Context: an optimization exercise on an open-source flow, tuned for small area and a short achievable clock period. The choices shown serve that exercise and are no tape-out recipe.
Function was checked by simulation only, so behaviour that the tests miss may differ from the original.
No activity file was given, so power comes from the tool's default toggle rates.

// crane_dot4
module crane_dot4 (
    input  wire         clk,
    input  wire         rst,
    input  wire         in_valid,
    input  wire         in_acc,
    input  wire [9:0]   in_anchor,
    input  wire [2:0]   in_wfmt,
    input  wire [2:0]   in_xfmt,
    input  wire         in_wmx,
    input  wire         in_xmx,
    input  wire [7:0]   in_wscale,
    input  wire [7:0]   in_xscale,
    input  wire [31:0]  in_w,
    input  wire [31:0]  in_x,
    output reg          out_valid,
    output wire [127:0] out_acc,
    output wire         out_ovf,
    output wire         out_inx,
    output wire         out_nf
);
export LEC_CHECK = 0
export ABC_AREA = 1
export CAP_MARGIN = 20
export CORE_MARGIN = 2
export CORE_UTILIZATION = 65
export CTS_BUF_LIST = sky130_fd_sc_hd__clkbuf_4 sky130_fd_sc_hd__clkbuf_8
export PLACE_DENSITY = 0.75
export SLEW_MARGIN = 20
create_clock -name core_clock -period 24.0 [get_ports {clk}]
standard.sh (not shown) runs the stock make flow with config.mk's settings and CLKGATE_MAP_FILE= SYNTH_SCRIPT=/design/flow/synth_recipe.tcl, a recipe that flattens the netlist after the stock synthesis.
==> flow/flow/run.sh <==
#!/bin/bash
# Layout flow: the standard layout (standard.sh) with two changes to how
# it is made, none to the constraints it is measured against:
#  - the ports are buffered by the smallest plain buffer instead of the
#    delay buffer ORFS picks by default (every port still gets a buffer);
#  - ORFS's timing repair aims for more setup slack than the default, so
#    that it works on the paths that set the achieved period.
# The full output of the make run goes to flow_make.log in the work folder.
set -euo pipefail
export BUFFER_PORTS_ARGS="-buffer_cell sky130_fd_sc_hd__buf_1"
export SETUP_SLACK_MARGIN=16.5
bash standard.sh finish > flow_make.log 2>&1
Rerun with:
--- a/flow/flow/run.sh
+++ b/flow/flow/run.sh
@@ -10,3 +10,3 @@
 export BUFFER_PORTS_ARGS="-buffer_cell sky130_fd_sc_hd__buf_1"
-export SETUP_SLACK_MARGIN=16.5
+export SETUP_SLACK_MARGIN=18.0
 bash standard.sh finish > flow_make.log 2>&1
Settings changed: TNS_END_PERCENT set to 0.
Global-route usage climbs by 0.26 points.
Power climbs slightly.
Cell area climbs by a few percent.
Non-clock buffer count climbs by 52.
Synthesized area is unchanged.
Clock-buffer cell count stays the same.


Setup of v55:
crane_dot4 again, from the RTL that the note above started with.
clock: 24.0 ns
lec_check: 0
abc_area: 1
cap_margin: 20
core_margin: 2
core_utilization: 65
cts_buf_list: sky130_fd_sc_hd__clkbuf_4 sky130_fd_sc_hd__clkbuf_8
place_density: 0.75
slew_margin: 20
tns_end_percent: 5
==> flow/flow/run.sh <==
#!/bin/bash
# Layout flow: the standard layout (standard.sh) with two changes to how
# it is made, none to the constraints it is measured against:
#  - the ports are buffered by the smallest plain buffer instead of the
#    delay buffer ORFS picks by default (every port still gets a buffer);
#  - ORFS's timing repair aims for more setup slack than the default, so
#    that it works on the paths that set the achieved period.
# The full output of the make run goes to flow_make.log in the work folder.
set -euo pipefail
export BUFFER_PORTS_ARGS="-buffer_cell sky130_fd_sc_hd__buf_1"
export SETUP_SLACK_MARGIN=18.5
bash standard.sh finish > flow_make.log 2>&1
v55 was carried through to the last stage, and its layout satisfied the timing, DRC and antenna checks.
Relative to v55, the following input files were edited for v19:
Settings: removing ABC_AREA (formerly 1).
--- a/flow/flow/run.sh
+++ b/flow/flow/run.sh
@@ -11 +11 @@
-export SETUP_SLACK_MARGIN=18.5
+export SETUP_SLACK_MARGIN=17.8
==> comparison <==
- Share of synthesized cell area in full adder, half adder and majority cells | v19 above v55
- Synthesized cell count ends up lower on v19.
- v19 vs v55, register-to-register slack went down by 0.28 ns.
- Taking v19 over v55, the average cell area after synthesis ratio works out to 1.2.
- Compared with v55, v19 shows a final standard cell count with taps included and fillers excluded that is 1575 lower.
### v19 -> v37
Settings: CORE_UTILIZATION changed from 65 to 70; PLACE_DENSITY changed from 0.75 to 0.8; ABC_AREA newly set to 1.
[summary]
v37 does better than v19 on normalized max-slew margin. Going from v19 to v37, global-route total usage across every layer grows by 6.2 points. In the reports for v37 and v19, the larger clock tree buffer count of the final layout belongs to v19. v37 completed; timing, DRC and antenna clean. Share of cell area taken by multi-input logic gates for v37: 1.7 points down relative to v19.
> inputs changed (v37 -> v35)
Settings: CORE_UTILIZATION changed from 70 to 65; PLACE_DENSITY changed from 0.8 to 0.75.
--- outcome ---
Comparing v35 and v37, the higher clock buffer and inverter area fraction after layout was measured on v35. On final clock period utilization by the worst path, v37 tracks v35 almost exactly. Net count of the finished layout of v37 is on par with v35. Compare v35 and v37 | number of iterations in the first detailed-routing pass higher: v37. Global routing usage summed across all routing layers in v35 is 2.3 points below v37. Measured against each other, v35 and v37 differ in maximum VDD drop, the higher figure coming from v37. Cell area went up slightly going from v37 to v35. Share of power burned in the clock network: v35 vs v37 up 0.4 points. | total routed wirelength | v35 vs v37 | 5.5 mm higher |. Compared with v37, in v35 sequential standard cell area saw little to no change, share of power burned in combinational logic lost 0.3 points.

## re-timing with driven ports
No port has a modelled driver above. Below, the same layouts with a new extraction and two added sets of constraints. Step 1 (the two cells are an assumption about what drives the block):
set clk [get_ports {clk}]
set_driving_cell -lib_cell sky130_fd_sc_hd__clkbuf_16 $clk
set_driving_cell -lib_cell sky130_fd_sc_hd__buf_2 [delete_from_list [all_inputs] $clk]
Step 2 also shifts input and output timing later by t, the mid clock arrival at the registers, as if the neighbouring blocks saw the same clock. a / b / c = ideal ports / drivers / drivers and shift; a / b = the first two.
run | t, ns | setup WS [ns] | hold WS [ns] | worst data-port slew with drivers (ns) | cell pins on the clock port's net
the first run of note 1 | 0.832 | 16.814 / 16.814 / 16.814 | 0.320 / 0.320 / 0.320 | 0.07 | 1
the second run of note 1 | 0.831 | 17.864 / 17.790 / 17.914 | 0.323 / 0.323 / 0.323 | 0.07 | 1
v55 | 0.838 | 17.850 / 17.775 / 17.915 | 0.324 / 0.324 / 0.324 | 0.06 | 1
v19 | 0.794 | 17.626 / 17.626 / 17.626 | 0.325 / 0.325 / 0.325 | 0.10 | 1
v37 | 0.795 | 17.819 / 17.785 / 17.819 | 0.331 / 0.331 / 0.331 | 0.06 | 1
v35 | 0.828 | 17.824 / 17.788 / 17.824 | 0.320 / 0.320 / 0.320 | 0.06 | 1
After both steps setup and hold are still met in every run listed.
